This design comes from an exercise in tuning for small area, a short achievable clock period and few clock cycles per item on the open sky130 flow, not from production work. Function was checked by simulation only, so behaviour that the tests miss may differ from the original.

==> flow/design.v (excerpt) <==
module dmc_line_decoder (
    input  wire         clk,
    input  wire         rst,           
    input  wire         in_valid,
    output wire         in_ready,
    input  wire [639:0] in_line,       
    output reg          out_valid,
    output reg  [511:0] out_data,      
    output reg  [127:0] out_check,     
    output reg  [1:0]   out_class,     
    output reg  [4:0]   out_dev        
);
export LEC_CHECK = 0
export CAP_MARGIN = 20
export CORE_MARGIN = 2
export CORE_UTILIZATION = 40
export SLEW_MARGIN = 20
create_clock -name core_clock -period 32.0 [get_ports {clk}]
standard.sh (not shown) runs the stock make flow with config.mk's settings and CLKGATE_MAP_FILE= SYNTH_SCRIPT=/design/flow/synth_recipe.tcl, a recipe that flattens the netlist after the stock synthesis.
==> flow/flow/run.sh <==
#!/bin/bash
# Layout flow: the standard synthesis (standard.sh synth, unchanged), then the
# standard layout with the port buffers made from PORT_BUF cells and timing
# repair asked to leave setup slack of SETUP_MARGIN ns at the design's clock
# period, so that it sizes and buffers the logic for a shorter achieved
# period. After each try, flow/check.tcl counts max-slew and max-capacitance
# violations on the final layout; if there are any, global and detailed
# routing run again with larger repair margins. flow/params.sh may change
# these settings. Each step writes its output to a log of its own.
set -uo pipefail
SETUP_MARGIN=24
SLEWCAP=40
PORT_BUF=sky130_fd_sc_hd__buf_1
EXTRA=()
if [[ -f flow/params.sh ]]; then source flow/params.sh; fi
export RESULTS=$PWD/orfs/results/sky130hd/dmc_line_decoder/base
bash standard.sh synth > synth.log 2>&1 || exit 1
try=0
for sc in $SLEWCAP 60 80; do
  try=$((try + 1))
  if (( try > 1 )); then
    bash standard.sh clean_route clean_finish > clean_$try.log 2>&1
  fi
  bash standard.sh "BUFFER_PORTS_ARGS=-buffer_cell $PORT_BUF" \
      SETUP_SLACK_MARGIN=$SETUP_MARGIN SLEW_MARGIN=$sc CAP_MARGIN=$sc \
      "${EXTRA[@]}" finish > layout_$try.log 2>&1 || continue
  openroad -no_init -exit flow/check.tcl > check_$try.log 2>&1
  if grep -q "^CHECK slew 0 cap 0 " check_$try.log; then break; fi
done
==> flow/flow/check.tcl <==
# Counts max-slew and max-capacitance violations and prints the worst setup
# slack of ORFS's final layout, with its own extracted parasitics.
read_db $::env(RESULTS)/6_final.odb
read_liberty $::env(FLOW_HOME)/platforms/sky130hd/lib/sky130_fd_sc_hd__tt_025C_1v80.lib
read_sdc $::env(RESULTS)/6_final.sdc
read_spef $::env(RESULTS)/6_final.spef
set_propagated_clock [all_clocks]
puts "CHECK slew [sta::max_slew_violation_count] cap [sta::max_capacitance_violation_count] setup_ws [worst_slack -max]"
==> flow/flow/params.sh <==
SETUP_MARGIN=23.7
EXTRA=(CORE_UTILIZATION=50 "CTS_BUF_LIST=sky130_fd_sc_hd__clkbuf_8" REMOVE_ABC_BUFFERS=1)
Testbench counts at the start, summed over its fixed seeds: cycles 16,016, items 16,000.
==> next run, changes <==
==> flow/flow/params.sh (replaced) <==
SLEWCAP=20
EXTRA=(CORE_UTILIZATION=50 "CTS_BUF_LIST=sky130_fd_sc_hd__clkbuf_8" REMOVE_ABC_BUFFERS=1)
What happened: Cell area rises by 2.1%. Synthesized area is unchanged. Worst setup slack gains 0.27 ns. Count of clock-buffer cells in the layout rises by 2. Core utilization rises by 1.2 points. Global-route usage rises by 0.13 points. Final cell count hardly moves. Critical path depth rises by 1. Wire length rises by 0.46%.
==> next run, changes <==
==> flow/flow/params.sh (replaced) <==
SLEWCAP=20
SETUP_MARGIN=24.15
EXTRA=(CORE_UTILIZATION=50 "CTS_BUF_LIST=sky130_fd_sc_hd__clkbuf_8" REMOVE_ABC_BUFFERS=1)
What happened:
- via count goes up by 0.70%
- routed wire length is higher by 1.6%
- final cell count barely changes
- worst setup slack gets better by 0.12 ns
- count of clock-buffer cells in the layout does not change
==> next run, changes <==
==> flow/flow/params.sh (replaced) <==
SLEWCAP=20
EXTRA=(CORE_UTILIZATION=50 "CTS_BUF_LIST=sky130_fd_sc_hd__clkbuf_8" REMOVE_ABC_BUFFERS=1 PLACE_DENSITY=0.7)
Outcome: Via count hardly moves. Worst hold slack improved by 0.048 ns. Wire length rose by 0.40%. Maximum frequency fell by 2.5%. Sequential cell count is unchanged. Cell count fell by 0.34%.

* * *

== JK ==
dmc_line_decoder, a different RTL version from the one above (not shown whole).
Size in the first run: roughly 1400 flip-flops, ~1300 I/O pins.
==> flow/design.v (excerpt) <==
module dmc_line_decoder (
    input  wire         clk,
    input  wire         rst,           
    input  wire         in_valid,
    output wire         in_ready,
    input  wire [639:0] in_line,       
    output reg          out_valid,
    output reg  [511:0] out_data,      
    output reg  [127:0] out_check,     
    output reg  [1:0]   out_class,     
    output reg  [4:0]   out_dev        
);
    assign in_ready = 1'b1;
    wire [127:0] in_rem;
    genvar w;
    generate
        for (w = 0; w < 4; w = w + 1) begin : g_rem
            rs_encoder u_rem (.cw(in_line[160*w +: 160]), .rem(in_rem[32*w +: 32]));
        end
    endgenerate
    reg         line_valid;
    reg [639:0] line;
    reg [127:0] rem;
    always @(posedge clk) begin
        if (rst) line_valid <= 1'b0;
        else     line_valid <= in_valid;
        line <= in_line;
        rem  <= in_rem;
    end
    wire [3:0]   cw_zero, cw_single, cw_poison;
    wire [79:0]  cw_loc;
  ...
clock: 32.0 ns
lec_check: 0
cap_margin: 20
core_margin: 2
core_utilization: 40
slew_margin: 20
==> flow/flow/run.sh <==
#!/bin/bash
# Layout flow. Synthesis: SYNTH=own runs the standard flow's synthesis script with an
# area-oriented ABC mapping (flow/synth.tcl, flow/abc.script); SYNTH=standard
# runs the standard synthesis unchanged. Layout: the standard layout, with the
# port buffers made from PORT_BUF cells and timing repair asked to leave
# setup slack of SETUP_MARGIN ns at the design's clock period, so that it
# sizes and buffers the logic for a shorter achieved period. After each try,
# flow/check.tcl counts max-slew and max-capacitance violations on the final
# layout; if there are any, global and detailed routing run again with
# larger repair margins. flow/params.sh may change these settings.
# Each step writes its output to a log of its own.
set -uo pipefail
SYNTH=standard
SETUP_MARGIN=24
SLEWCAP=40
PORT_BUF=sky130_fd_sc_hd__buf_1
EXTRA=()
if [[ -f flow/params.sh ]]; then source flow/params.sh; fi
export RESULTS=$PWD/orfs/results/sky130hd/dmc_line_decoder/base
if [[ $SYNTH == own ]]; then
  export FLOW_ABC_SCRIPT=$PWD/flow/abc.script
  export FLOW_ABC_D_PS=6000
  bash standard.sh SYNTH_SCRIPT=$PWD/flow/synth.tcl synth > synth.log 2>&1 || exit 1
else
  bash standard.sh synth > synth.log 2>&1 || exit 1
fi
try=0
for sc in $SLEWCAP 60 80; do
  try=$((try + 1))
  if (( try > 1 )); then
    bash standard.sh clean_route clean_finish > clean_$try.log 2>&1
  fi
  bash standard.sh "BUFFER_PORTS_ARGS=-buffer_cell $PORT_BUF" \
      SETUP_SLACK_MARGIN=$SETUP_MARGIN SLEW_MARGIN=$sc CAP_MARGIN=$sc \
      "${EXTRA[@]}" finish > layout_$try.log 2>&1 || continue
  openroad -no_init -exit flow/check.tcl > check_$try.log 2>&1
  if grep -q "^CHECK slew 0 cap 0 " check_$try.log; then break; fi
done
==> flow/flow/params.sh <==
SYNTH=standard
SETUP_MARGIN=24.4
EXTRA=(CORE_UTILIZATION=50 "CTS_BUF_LIST=sky130_fd_sc_hd__clkbuf_8" REMOVE_ABC_BUFFERS=1)
Scripts as last shown in full above: flow/flow/check.tcl
The final layout from JK, which completed every stage, passed the timing, DRC and antenna checks at the end of the flow.
Testbench counts of JK, summed over its fixed seeds: cycles 16,016, items 16,000.
> inputs changed (JK -> MS)
==> flow/flow/params.sh <==
SYNTH=standard
EXTRA=(CORE_UTILIZATION=50 "CTS_BUF_LIST=sky130_fd_sc_hd__clkbuf_8" REMOVE_ABC_BUFFERS=1)
==> run summary <==
- [compare] base=JK new=MS: count of non-CTS buffers in the layout -137, max-slew headroom at the worst pin -2.2 points.
- When MS is measured against JK, its final area turns out about 9% lower.
- Compared with JK, MS shows number of filler cells placed in the layout that has gone up by more than 10%.
- Diff JK -> MS: via count lower; sequential cell area share higher; routed wire length lower.

* * *

Setup of lane 1:
RTL: one of the versions met above, not the one the previous note started from.
Size: roughly 10000 cells after synthesis, ~1400 flip-flops, ~0.099 mm2 of cells after synthesis.
==> flow/config.mk <==
export PLATFORM = sky130hd
export DESIGN_NAME = dmc_line_decoder
export DESIGN_NICKNAME = dmc_line_decoder
export VERILOG_FILES = /design/flow/design.v
export SDC_FILE = /design/flow/constraint.sdc
export NUM_CORES = 4
export LEC_CHECK = 0
export CAP_MARGIN = 20
export CORE_MARGIN = 2
export CORE_UTILIZATION = 40
export SLEW_MARGIN = 20
==> flow/constraint.sdc <==
create_clock -name core_clock -period 32.0 [get_ports {clk}]
set_input_delay 6.4000 -clock core_clock [delete_from_list [all_inputs] [get_ports {clk}]]
set_output_delay 6.4000 -clock core_clock [all_outputs]
set_load 0.01 [all_outputs]
==> flow/flow/run.sh <==
#!/bin/bash
# Layout flow: the standard synthesis (standard.sh synth, unchanged), then the
# standard layout with the port buffers made from PORT_BUF cells and timing
# repair asked to leave setup slack of SETUP_MARGIN ns at the design's clock
# period, so that it sizes and buffers the logic for a shorter achieved
# period. After each try, flow/check.tcl counts max-slew and max-capacitance
# violations on the final layout; if there are any, global and detailed
# routing run again with larger repair margins. flow/params.sh may change
# these settings. Each step writes its output to a log of its own.
set -uo pipefail
SETUP_MARGIN=24
SLEWCAP=40
PORT_BUF=sky130_fd_sc_hd__buf_1
EXTRA=()
if [[ -f flow/params.sh ]]; then source flow/params.sh; fi
export RESULTS=$PWD/orfs/results/sky130hd/dmc_line_decoder/base
bash standard.sh synth > synth.log 2>&1 || exit 1
try=0
for sc in $SLEWCAP 60 80; do
  try=$((try + 1))
  if (( try > 1 )); then
    bash standard.sh clean_route clean_finish > clean_$try.log 2>&1
  fi
  bash standard.sh "BUFFER_PORTS_ARGS=-buffer_cell $PORT_BUF" \
      SETUP_SLACK_MARGIN=$SETUP_MARGIN SLEW_MARGIN=$sc CAP_MARGIN=$sc \
      "${EXTRA[@]}" finish > layout_$try.log 2>&1 || continue
  openroad -no_init -exit flow/check.tcl > check_$try.log 2>&1
  if grep -q "^CHECK slew 0 cap 0 " check_$try.log; then break; fi
done
==> flow/flow/params.sh <==
SLEWCAP=20
EXTRA=(CORE_UTILIZATION=45 "CTS_BUF_LIST=sky130_fd_sc_hd__clkbuf_8" REMOVE_ABC_BUFFERS=1)
Scripts as last shown in full above: flow/flow/check.tcl
Every stage of the flow completed for lane 1, and the final layout passed the timing, DRC and antenna checks.
Testbench counts of lane 1, summed over its fixed seeds: cycles 16,016, items 16,000.
The inputs of lane 2 differ from those of lane 1 as listed below.
==> flow/flow/params.sh <==
EXTRA=(CORE_UTILIZATION=50 "CTS_BUF_LIST=sky130_fd_sc_hd__clkbuf_8" REMOVE_ABC_BUFFERS=1)
--- outcome ---
In the flow results for lane 1 and lane 2, the global-route usage over all layers is larger on lane 2. Compared with lane 1, in lane 2 number of sequential cells in the layout closely matched the old numbers; non-clock buffer count increased by 25 relative to the old numbers; hold slack increased by 0.019 ns relative to the old numbers. Source of the critical timing path = in_line[121]: lane 1; source of the critical timing path = in_line[554]: lane 2. Cmp lane 1 and lane 2 / routed wire length / lower: lane 2. Delta (lane 2 minus lane 1): total iterations of the first detailed-routing run ~0 delta; final area -0.0014 mm2. The lower initial core utilization came out of lane 1.
#### Input delta (lane 3 over lane 2)
==> flow/flow/params.sh <==
EXTRA=(CORE_UTILIZATION=50 "CTS_BUF_LIST=sky130_fd_sc_hd__clkbuf_4" REMOVE_ABC_BUFFERS=1)
Results
Run comparison: lane 3 critical path start-end classification reg -> out; lane 2 critical path start-end classification in -> reg. Per the comparison of lane 3 with lane 2, met1 wire length now sits higher; via count went up.
Modified inputs, lane 4 compared to lane 3
==> flow/flow/params.sh <==
EXTRA=(CORE_UTILIZATION=50 "CTS_BUF_LIST=sky130_fd_sc_hd__clkbuf_8" REMOVE_ABC_BUFFERS=1 GPL_TIMING_DRIVEN=1)
--- outcome ---
met3 track demand over resource in global routing ended up 0.89 points lower on lane 4 than on lane 3. Total number of nets in the final design ends up higher on lane 3. Lane 3 vs lane 4, end point of the critical path: out_data[344] vs enc[102]. The type of the setup path with the least slack comes out in -> reg in one run and reg -> out in the other, namely in lane 4 and lane 3 respectively. Per the comparison of lane 4 with lane 3, sequential portion of the cell area was more or less identical; number of global-route vias before repair went down by 2355. Higher register-to-register slack goes to lane 4 over lane 3. Sort lane 3 and lane 4 by largest stage delay on the critical path desc -> top: lane 4. Re post-synthesis instance area: no difference whatsoever between lane 4 and lane 3. When lane 4 is measured against lane 3, its average wire per cell in the routed design turns out 0.44% lower. Changes observed in lane 4 relative to lane 3: sequential cell count flat, largest fanout of any net on the critical path shows an increase of 4.
Input changes introduced in lane 5 (baseline for comparison: lane 4):
==> flow/flow/params.sh <==
EXTRA=(CORE_UTILIZATION=50 "CTS_BUF_LIST=sky130_fd_sc_hd__clkbuf_8" REMOVE_ABC_BUFFERS=1 CTS_CLUSTER_SIZE=20)
--- outcome ---
- | minimum hold slack | lane 5 vs lane 4 | 0.0055 ns higher |
- Higher delay of the slowest critical-path stage goes to lane 4 over lane 5.
- Lane 4 and lane 5 ended up with roughly the same global-route usage.
- From lane 4 to lane 5 the numbers moved as follows: overall via count from detail_route ~0 delta; worst clock skew ~0 delta; critical path arrival -0.02 ns.

* * *

Another version of the RTL of dmc_line_decoder (not shown whole).
Size: roughly 1400 flip-flops, roughly 1300 I/O pins.
clock: 32.0 ns
lec_check: 0
cap_margin: 20
core_margin: 2
core_utilization: 40
slew_margin: 20
==> flow/flow/run.sh <==
#!/bin/bash
# Layout flow: the standard flow's synthesis with an area-oriented ABC mapping script
# (flow/synth.tcl, flow/abc.script), then the standard layout with the port
# buffers made from PORT_BUF cells and timing repair asked to leave setup
# slack of SETUP_MARGIN ns at the design's clock period, so that it sizes and
# buffers the logic for a shorter achieved period. flow/params.sh may change
# these settings. Each step writes its output to a log of its own.
set -uo pipefail
SETUP_MARGIN=24
SLEWCAP=40
PORT_BUF=sky130_fd_sc_hd__buf_2
EXTRA=()
if [[ -f flow/params.sh ]]; then source flow/params.sh; fi
export FLOW_ABC_SCRIPT=$PWD/flow/abc.script
export FLOW_ABC_D_PS=6000
bash standard.sh SYNTH_SCRIPT=$PWD/flow/synth.tcl synth > synth.log 2>&1 || exit 1
bash standard.sh "BUFFER_PORTS_ARGS=-buffer_cell $PORT_BUF" \
    SETUP_SLACK_MARGIN=$SETUP_MARGIN SLEW_MARGIN=$SLEWCAP CAP_MARGIN=$SLEWCAP \
    "${EXTRA[@]}" finish > layout.log 2>&1
==> flow/flow/abc.script <==
&get -n
&st
&dch
&nf -R 1000
&put
topo
stime -c
==> flow/flow/params.sh <==
EXTRA=(CORE_UTILIZATION=65)
==> flow/flow/synth.tcl <==
# The standard flow's synthesis script (synth_recipe.tcl), with ABC's technology mapping
# run from abc.script beside this file, at a delay target of ABC_D_PS.
# Everything else, registers included, is as in the standard synthesis.
proc synth {args} { yosys synth -nofsm -noshare {*}$args }
proc abc {args} {
  set i [lsearch -exact $args -script]
  if { $i >= 0 } { lset args [expr {$i + 1}] $::env(FLOW_ABC_SCRIPT) }
  set j [lsearch -exact $args -D]
  if { $j >= 0 } { lset args [expr {$j + 1}] $::env(FLOW_ABC_D_PS) }
  yosys abc {*}$args
}
source $::env(SCRIPTS_DIR)/synth.tcl
# left out here: clear keep_hierarchy, flatten, clean up, hide names made inside functions, write 1_2_yosys.v
Testbench counts at the start, summed over its fixed seeds: cycles 16,016, items 16,000.
Rerun with:
==> flow/flow/run.sh (replaced) <==
#!/bin/bash
# Layout flow: the standard flow's synthesis with an area-oriented ABC mapping script
# (flow/synth.tcl, flow/abc.script), then the standard layout with the port
# buffers made from buf_2 cells and timing repair asked to leave setup slack
# of SETUP_MARGIN ns at the design's clock period, so that it sizes and
# buffers the logic for a shorter achieved period. Each step logs on its own.
set -uo pipefail
SETUP_MARGIN=${SETUP_MARGIN:-23}
export FLOW_ABC_SCRIPT=$PWD/flow/abc.script
export FLOW_ABC_D_PS=${FLOW_ABC_D_PS:-6000}
bash standard.sh SYNTH_SCRIPT=$PWD/flow/synth.tcl synth > synth.log 2>&1 || exit 1
bash standard.sh "BUFFER_PORTS_ARGS=-buffer_cell sky130_fd_sc_hd__buf_2" \
    SETUP_SLACK_MARGIN=$SETUP_MARGIN SLEW_MARGIN=40 CAP_MARGIN=40 finish > layout.log 2>&1
removed: flow/flow/params.sh
Outcome: Sequential cell count is unchanged; maximum frequency is lower by 7.1%.
Rerun with:
--- a/flow/flow/run.sh
+++ b/flow/flow/run.sh
@@ -7,3 +7,3 @@
 set -uo pipefail
-SETUP_MARGIN=${SETUP_MARGIN:-23}
+SETUP_MARGIN=${SETUP_MARGIN:-24}
 export FLOW_ABC_SCRIPT=$PWD/flow/abc.script
@@ -12,2 +12,2 @@
 bash standard.sh "BUFFER_PORTS_ARGS=-buffer_cell sky130_fd_sc_hd__buf_2" \
-    SETUP_SLACK_MARGIN=$SETUP_MARGIN SLEW_MARGIN=40 CAP_MARGIN=40 finish > layout.log 2>&1
+    SETUP_SLACK_MARGIN=$SETUP_MARGIN SLEW_MARGIN=20 CAP_MARGIN=20 finish > layout.log 2>&1
Outcome:
- The new run finished clean
- hold slack loses 12 ps
- design area rose by 5.3%
Rerun with:
==> flow/flow/run.sh (replaced) <==
#!/bin/bash
# Layout flow: the standard flow's synthesis with an area-oriented ABC mapping script
# (flow/synth.tcl, flow/abc.script), then the standard layout with the port
# buffers made from PORT_BUF cells and timing repair asked to leave setup
# slack of SETUP_MARGIN ns at the design's clock period, so that it sizes and
# buffers the logic for a shorter achieved period. flow/params.sh may change
# these settings. Each step writes its output to a log of its own.
set -uo pipefail
SETUP_MARGIN=24
SLEWCAP=40
PORT_BUF=sky130_fd_sc_hd__buf_2
EXTRA=()
if [[ -f flow/params.sh ]]; then source flow/params.sh; fi
export FLOW_ABC_SCRIPT=$PWD/flow/abc.script
export FLOW_ABC_D_PS=6000
bash standard.sh SYNTH_SCRIPT=$PWD/flow/synth.tcl synth > synth.log 2>&1 || exit 1
bash standard.sh "BUFFER_PORTS_ARGS=-buffer_cell $PORT_BUF" \
    SETUP_SLACK_MARGIN=$SETUP_MARGIN SLEW_MARGIN=$SLEWCAP CAP_MARGIN=$SLEWCAP \
    "${EXTRA[@]}" finish > layout.log 2>&1
==> flow/flow/params.sh (new file) <==
PORT_BUF=sky130_fd_sc_hd__buf_1
EXTRA=(CORE_UTILIZATION=65)
- The changed run did not get past global routing (5_1_grt)
- synthesized cell count is unchanged
- area after synthesis is unchanged
Rerun with:
==> flow/flow/run.sh (replaced) <==
#!/bin/bash
# Layout flow: the standard flow's synthesis with an area-oriented ABC mapping script
# (flow/synth.tcl, flow/abc.script), then the standard layout with the port
# buffers made from buf_2 cells and timing repair asked to leave setup slack
# of SETUP_MARGIN ns at the design's clock period, so that it sizes and
# buffers the logic for a shorter achieved period. Each step logs on its own.
set -uo pipefail
SETUP_MARGIN=${SETUP_MARGIN:-24}
export FLOW_ABC_SCRIPT=$PWD/flow/abc.script
export FLOW_ABC_D_PS=${FLOW_ABC_D_PS:-6000}
bash standard.sh SYNTH_SCRIPT=$PWD/flow/synth.tcl synth > synth.log 2>&1 || exit 1
bash standard.sh "BUFFER_PORTS_ARGS=-buffer_cell sky130_fd_sc_hd__buf_2" \
    SETUP_SLACK_MARGIN=$SETUP_MARGIN SLEW_MARGIN=40 CAP_MARGIN=40 finish > layout.log 2>&1
removed: flow/flow/params.sh
After rerunning: With this change the flow finished with timing, DRC and antenna clean. Synthesized area stays the same. Synthesized cell count does not change.

## static timing again, ports no longer ideal
Ports are ideal in the flow. The routed layouts listed here were re-timed in OpenROAD.
Step 1 sets driving cells, clkbuf_16 on the clock port and buf_2 on the other inputs (assumed; they add their load-dependent delay and slew).
Step 2 times the ports against the registers' clock, not the clock port: input delays grow and output delays shrink by t, the midpoint of the rising clock arrivals with the driver on.
Three values: no drivers, after step 1, after step 2; two values: the first two.
run | t, ns | slack for setup (ns) | latest minus earliest clock arrival (ns) | slew at the worst register clock pin (ns)
the first run of note 1 | 1.099 | 23.588 / 23.638 / 22.539 | 0.085 / 0.085 | 0.09 / 0.09
the second run of note 1 | 1.110 | 23.860 / 23.873 / 22.830 | 0.100 / 0.100 | 0.08 / 0.08
the third run of note 1 | 1.100 | 23.976 / 23.879 / 22.970 | 0.106 / 0.106 | 0.09 / 0.09
the fourth run of note 1 | 1.133 | 23.766 / 23.839 / 22.706 | 0.092 / 0.092 | 0.08 / 0.08
JK | 1.127 | 24.017 / 23.917 / 23.225 | 0.086 / 0.087 | 0.10 / 0.10
MS | 1.138 | 23.872 / 23.902 / 22.765 | 0.095 / 0.095 | 0.09 / 0.09
lane 1 | 1.119 | 23.839 / 23.922 / 22.802 | 0.096 / 0.095 | 0.09 / 0.09
lane 2 | 1.103 | 23.828 / 23.888 / 22.785 | 0.092 / 0.091 | 0.09 / 0.09
lane 3 | 1.458 | 23.558 / 23.461 / 22.492 | 0.240 / 0.239 | 0.08 / 0.08
lane 4 | 1.103 | 23.828 / 23.888 / 22.785 | 0.092 / 0.091 | 0.09 / 0.09
lane 5 | 1.095 | 23.793 / 23.825 / 22.731 | 0.091 / 0.091 | 0.09 / 0.09
the first run of note 4 | 0.942 | 23.630 / 23.630 / 22.853 | 0.044 / 0.044 | 0.09 / 0.09
the second run of note 4 | 0.932 | 22.992 / 23.078 / 22.146 | 0.062 / 0.062 | 0.07 / 0.07
the third run of note 4 | 0.938 | 23.750 / 23.795 / 22.878 | 0.095 / 0.094 | 0.08 / 0.08
the fifth run of note 4 | 0.914 | 23.840 / 23.904 / 23.004 | 0.078 / 0.077 | 0.08 / 0.08
After both steps every run listed still meets setup and hold. The setup slack of MS, which loses most, moves by +0.030 ns with the drivers and by -1.107 ns with both steps.
